From an optimization exercise on the open Yosys and OpenROAD flow, aimed at small area, a short achievable clock period and few clock cycles per item; shortcuts taken in it are not production practice.
Where RTL was checked, it was by simulation tests only, not by an equivalence proof against the original.
No activity file was given, so power comes from the tool's default toggle rates.

==> flow/design.v <==
module rs80_dec (
    input  wire        clk,
    input  wire        rst,           
    input  wire        in_valid,
    output wire        in_ready,
    input  wire [15:0] in_data,
    output wire        out_valid,
    input  wire        out_ready,
    output wire [15:0] out_data,
    output wire        out_last,
    output wire [1:0]  out_status,    
    output wire [6:0]  out_pos        
);
    localparam integer D  = 88;       
    localparam integer DL = 2;        
    localparam [6:0]   DM1 = D - 1;
    localparam [7:0]   DM1W = D - 1;
    localparam [1:0] STATUS_OK  = 2'd0,
                     STATUS_COR = 2'd1,
                     STATUS_UNC = 2'd2;
    function [15:0] gf_mul;
        input [15:0] a;
        input [15:0] b;
        reg   [15:0] p;
        reg   [15:0] x;
        integer      n;
        begin
            p = 16'd0;
            x = a;
            for (n = 0; n < 16; n = n + 1) begin
                if (b[n])
                    p = p ^ x;
                x = {x[14:0], 1'b0} ^ (x[15] ? 16'h100B : 16'h0000);
            end
            gf_mul = p;
        end
    endfunction
    function [15:0] gf_sq;
        input [15:0] a;
        reg   [15:0] p;
        reg   [15:0] x;
        integer      n;
        begin
            p = 16'd0;
            x = 16'h0001;
            for (n = 0; n < 16; n = n + 1) begin
                if (a[n])
                    p = p ^ x;
                x = {x[14:0], 1'b0} ^ (x[15] ? 16'h100B : 16'h0000);
                x = {x[14:0], 1'b0} ^ (x[15] ? 16'h100B : 16'h0000);
            end
            gf_sq = p;
        end
    endfunction
    localparam [15:0] A1 = 16'h0002;
    localparam [15:0] A2 = 16'h0004;
    localparam [15:0] A3 = 16'h0008;
    localparam [15:0] A4 = 16'h0010;
    localparam [15:0] A5 = 16'h0020;
    localparam [15:0] AM16 = 16'h922B;    
    integer i;
    reg  [15:0] d_r;
    reg         v_r;
    reg         in_rdy;
    wire        fire = in_valid & in_rdy;
    assign in_ready = in_rdy;
    always @(posedge clk)
        d_r <= in_data;
    reg  [15:0] drum [0:D-1];
    wire [15:0] tap = drum[D-1-DL];
    always @(posedge clk) begin
        drum[0] <= v_r ? d_r : drum[D-1];
        for (i = 1; i < D; i = i + 1)
            drum[i] <= drum[i-1];
    end
    reg  [6:0]  wd;         
    reg  [6:0]  rdd;        
    reg  [6:0]  cnt;        
    reg  [6:0]  in_cnt;     
    reg  [6:0]  acc_cnt;    
    reg  [6:0]  beat;       
    reg  [2:0]  du_st;      
    reg         cur_v;      
    reg  [1:0]  cur_st;
    reg  [6:0]  cur_pos;
    reg  [15:0] cur_e;
    reg  [15:0] o_data;
    reg         o_last;
    reg  [1:0]  o_st;
    reg  [6:0]  o_pos;
    reg         o_v;
    assign out_valid  = o_v;
    assign out_data   = o_data;
    assign out_last   = o_last;
    assign out_status = o_st;
    assign out_pos    = o_pos;
    wire rd = (rdd == DL) && (cnt != 7'd0) && cur_v && (!o_v || out_ready);
    wire last_beat = (beat == 7'd79);
    reg  [15:0] s0, s1, s2, s3, s4, s5;
    wire        first = (acc_cnt == 7'd0);
    wire [15:0] s0n = first ? d_r : (s0 ^ d_r);
    wire [15:0] s1n = first ? d_r : (gf_mul(s1, A1) ^ d_r);
    wire [15:0] s2n = first ? d_r : (gf_mul(s2, A2) ^ d_r);
    wire [15:0] s3n = first ? d_r : (gf_mul(s3, A3) ^ d_r);
    wire [15:0] s4n = first ? d_r : (gf_mul(s4, A4) ^ d_r);
    wire [15:0] s5n = first ? d_r : (gf_mul(s5, A5) ^ d_r);
    wire        snap = v_r && (acc_cnt == 7'd79);
    always @(posedge clk) begin
        if (v_r) begin
            s0 <= s0n; s1 <= s1n; s2 <= s2n;
            s3 <= s3n; s4 <= s4n; s5 <= s5n;
        end
    end
    reg  [15:0] t0, t1, t2, t3, t4, t5;    
    reg  [15:0] e;                         
    reg  [15:0] g;                         
    reg  [15:0] prod;
    reg         found;
    reg  [6:0]  m;
    reg         hk_ok;
    reg         allz;
    reg  [15:0] hit;
    reg  [3:0]  hj;
    integer     j;
    always @(*) begin
        hj = 4'd0;
        for (j = 0; j < 16; j = j + 1) begin
            hit[j] = (g == gf_mul(e, 16'h0001 << j));
            if (hit[j])
                hj = hj | j[3:0];
        end
    end
    wire any_hit = |hit;
    wire [1:0] res_st  = allz ? STATUS_OK :
                         ((e != 16'd0) && found && hk_ok) ? STATUS_COR : STATUS_UNC;
    wire [6:0] res_pos = (res_st == STATUS_COR) ? (7'd79 - m) : 7'd0;
    wire load_cur = (du_st == 3'd6) && (!cur_v || (rd && last_beat));
    always @(posedge clk) begin
        if (snap) begin
            t0 <= s0n; t1 <= s1n; t2 <= s2n;
            t3 <= s3n; t4 <= s4n; t5 <= s5n;
            e  <= s0n;
            g  <= s1n;
        end else begin
            t0 <= t1; t1 <= t2; t2 <= t3; t3 <= t4; t4 <= t5;
            g  <= gf_mul(g, AM16);
        end
        prod <= gf_mul(t0, t2);
        if (du_st == 3'd1) begin
            allz  <= ~|{t0, t1, t2, t3, t4, t5};
            found <= any_hit;
            m     <= {3'd0, hj};
            hk_ok <= 1'b1;
        end else if (du_st != 3'd0 && du_st != 3'd6) begin
            if (any_hit && !found) begin
                found <= 1'b1;
                m     <= {du_st - 3'd1, hj};
            end
            hk_ok <= hk_ok & (prod == gf_sq(t0));
        end
        if (load_cur) begin
            cur_st  <= res_st;
            cur_pos <= res_pos;
            cur_e   <= e;
        end
    end
    wire [6:0] cnt_n    = cnt + {6'd0, v_r} - {6'd0, rd};
    wire       empty_n  = (cnt_n == 7'd0) && !fire;
    wire [6:0] wd_dec   = (wd  == 7'd0) ? DM1 : (wd  - 7'd1);
    wire [6:0] rdd_dec  = (rdd == 7'd0) ? DM1 : (rdd - 7'd1);
    wire [6:0] wd_n     = empty_n ? 7'd1 : (v_r ? wd  : wd_dec);
    wire [6:0] rdd_n    = empty_n ? 7'd1 : (rd  ? rdd : rdd_dec);
    wire [6:0] in_cnt_n = fire ? ((in_cnt == 7'd79) ? 7'd0 : in_cnt + 7'd1) : in_cnt;
    wire [2:0] du_st_n  = snap ? 3'd1 :
                          (du_st != 3'd0 && du_st != 3'd6) ? du_st + 3'd1 :
                          load_cur ? 3'd0 : du_st;
    wire       align_ok = fire ? (wd_n == 7'd0) : (wd_n == 7'd1);
    wire       room_ok  = ({1'b0, cnt_n} + {7'd0, fire}) <= DM1W;
    wire       du_ok    = (in_cnt_n != 7'd79) || (du_st_n == 3'd0);
    always @(posedge clk) begin
        if (rst) begin
            in_rdy  <= 1'b1;
            v_r     <= 1'b0;
            wd      <= 7'd1;
            rdd     <= 7'd1;
            cnt     <= 7'd0;
            in_cnt  <= 7'd0;
            acc_cnt <= 7'd0;
            beat    <= 7'd0;
            du_st   <= 3'd0;
            cur_v   <= 1'b0;
            o_v     <= 1'b0;
        end else begin
            v_r     <= fire;
            in_rdy  <= align_ok && room_ok && du_ok;
            wd      <= wd_n;
            rdd     <= rdd_n;
            cnt     <= cnt_n;
            in_cnt  <= in_cnt_n;
            if (v_r)
                acc_cnt <= (acc_cnt == 7'd79) ? 7'd0 : acc_cnt + 7'd1;
            du_st   <= du_st_n;
            if (load_cur)
                cur_v <= 1'b1;
            else if (rd && last_beat)
                cur_v <= 1'b0;
            if (rd) begin
                beat <= last_beat ? 7'd0 : beat + 7'd1;
                o_v  <= 1'b1;
            end else if (out_ready) begin
                o_v  <= 1'b0;
            end
        end
    end
    wire [15:0] fix = (cur_st == STATUS_COR && beat == cur_pos) ? cur_e : 16'd0;
    always @(posedge clk) begin
        if (rd) begin
            o_data <= (cur_st == STATUS_UNC) ? 16'd0 : (tap ^ fix);
            o_last <= last_beat;
            o_st   <= cur_st;
            o_pos  <= cur_pos;
        end
    end
endmodule
make LEC_CHECK=0 ABC_CLOCK_PERIOD_IN_PS=2600 CAP_MARGIN=20 CORE_MARGIN=2 CORE_UTILIZATION=40 SETUP_SLACK_MARGIN=2.4 SLEW_MARGIN=20 finish   # period 5.0 ns
run.sh (not shown) runs the stock make flow with config.mk's settings and CLKGATE_MAP_FILE= SYNTH_SCRIPT=/design/flow/synth_recipe.tcl, a recipe that flattens the netlist after the stock synthesis.
Testbench counts at the start, summed over its fixed seeds: cycles 16,064, items 192.
Then changed:
- ABC_CLOCK_PERIOD_IN_PS: 2600 -> unset
Result: Core utilization is unchanged; setup slack is unchanged; wire length is unchanged; cell area does not change; sequential power hardly moves.

* * *

Another version of the RTL of rs80_dec (not shown whole).
For scale: ~3800 cells after synthesis, roughly 48 I/O pins, ~51000 um2 of cells after synthesis.
clock: 5.0 ns
lec_check: 0
cap_margin: 20
core_margin: 2
core_utilization: 50
cts_cluster_diameter: 100
cts_cluster_size: 30
setup_slack_margin: 2.8
slew_margin: 20
The first run passed the timing, design-rule and antenna checks.
Testbench counts at the start, summed over its fixed seeds: cycles 16,064, items 192.
==> next run, changes <==
--- a/flow/config.mk
+++ b/flow/config.mk
@@ -10 +10 @@
-export CORE_UTILIZATION = 50
+export CORE_UTILIZATION = 60
@@ -13 +13 @@
-export SETUP_SLACK_MARGIN = 2.8
+export SETUP_SLACK_MARGIN = 2.6
Global-route usage rose by 2.8 points.
Setup slack gets worse by 0.038 ns.
Non-clock buffer count came out lower by 24.
Via count went up slightly.

* * *

== 11-06 ==
rs80_dec, a different RTL version from the one above (not shown whole).
For scale: about 3,900 cells after synthesis, ~1,800 flip-flops, about 48 I/O pins, roughly 51,000 µm² of cells after synthesis.
export LEC_CHECK = 0
export CAP_MARGIN = 20
export CORE_MARGIN = 2
export CORE_UTILIZATION = 66
export CTS_CLUSTER_DIAMETER = 100
export CTS_CLUSTER_SIZE = 30
export SETUP_SLACK_MARGIN = 2.6
export SLEW_MARGIN = 20
create_clock -name core_clock -period 5.0 [get_ports {clk}]
Changes in 04-22 relative to 11-06:
# 11-06
export LEC_CHECK = 0
export CAP_MARGIN = 20
export CORE_MARGIN = 2
export CORE_UTILIZATION = 66
export CTS_CLUSTER_DIAMETER = 100
export CTS_CLUSTER_SIZE = 30
export SETUP_SLACK_MARGIN = 2.6
export SLEW_MARGIN = 20
create_clock -name core_clock -period 5.0 [get_ports {clk}]
# 04-22
export LEC_CHECK = 0
export CAP_MARGIN = 20
export CORE_MARGIN = 2
export CORE_UTILIZATION = 66
export CTS_CLUSTER_DIAMETER = 100
export CTS_CLUSTER_SIZE = 28
export SETUP_SLACK_MARGIN = 2.6
export SLEW_MARGIN = 20
create_clock -name core_clock -period 5.0 [get_ports {clk}]
Findings:
11-06 finished every stage and its layout cleared the timing, design-rule and antenna checks. 04-22 completed; timing, DRC and antenna clean. Global-route usage, 04-22 and 11-06: lower on 11-06. Relative to 11-06, the setup slack of 04-22 is lower by 0.029 ns. Lower clock network power share among 04-22 and 11-06: 11-06. When 04-22 is measured against 11-06, its part of the total power dissipated in combinational logic turns out 0.3 points lower. The synthesis-to-finish area growth of 04-22 is higher than that of 11-06. Against 11-06, 04-22 comes in 5.1% higher on count of clock-net buffers in the final layout. | number of inserted filler cells in the final layout | 04-22 vs 11-06 | about 0.4% lower |. Delta (04-22 minus 11-06): storage element area shows no meaningful change, final standard cell count with taps included and fillers excluded shows no meaningful change.
No run of this note included a check of the RTL's function; only the layout flow was run.

[re-timing with driven ports]
No port has a modelled driver above. Below, the same layouts with a new extraction and two added sets of constraints. Step 1 sets driving cells, clkbuf_16 on the clock port and buf_2 on the other inputs (assumed; they add their load-dependent delay and slew). Step 2 times the ports against the registers' clock, not the clock port: input delays grow and output delays shrink by t, the midpoint of the rising clock arrivals with the driver on. a / b / c = ideal / step 1 / step 2; a / b = the first two.
run	t, ns	setup slack, ns	latest minus earliest clock arrival (ns)
the first run of note 1	0.826	1.524 / 1.524 / 1.052	0.050 / 0.050
the second run of note 1	0.826	1.524 / 1.524 / 1.052	0.050 / 0.050
the first run of note 2	0.726	2.531 / 2.531 / 2.174	0.048 / 0.048
the second run of note 2	0.726	2.494 / 2.494 / 2.034	0.054 / 0.054
11-06	0.718	2.411 / 2.411 / 1.979	0.064 / 0.063
04-22	0.732	2.381 / 2.381 / 1.986	0.049 / 0.049
After both steps setup and hold are still met in every run listed.
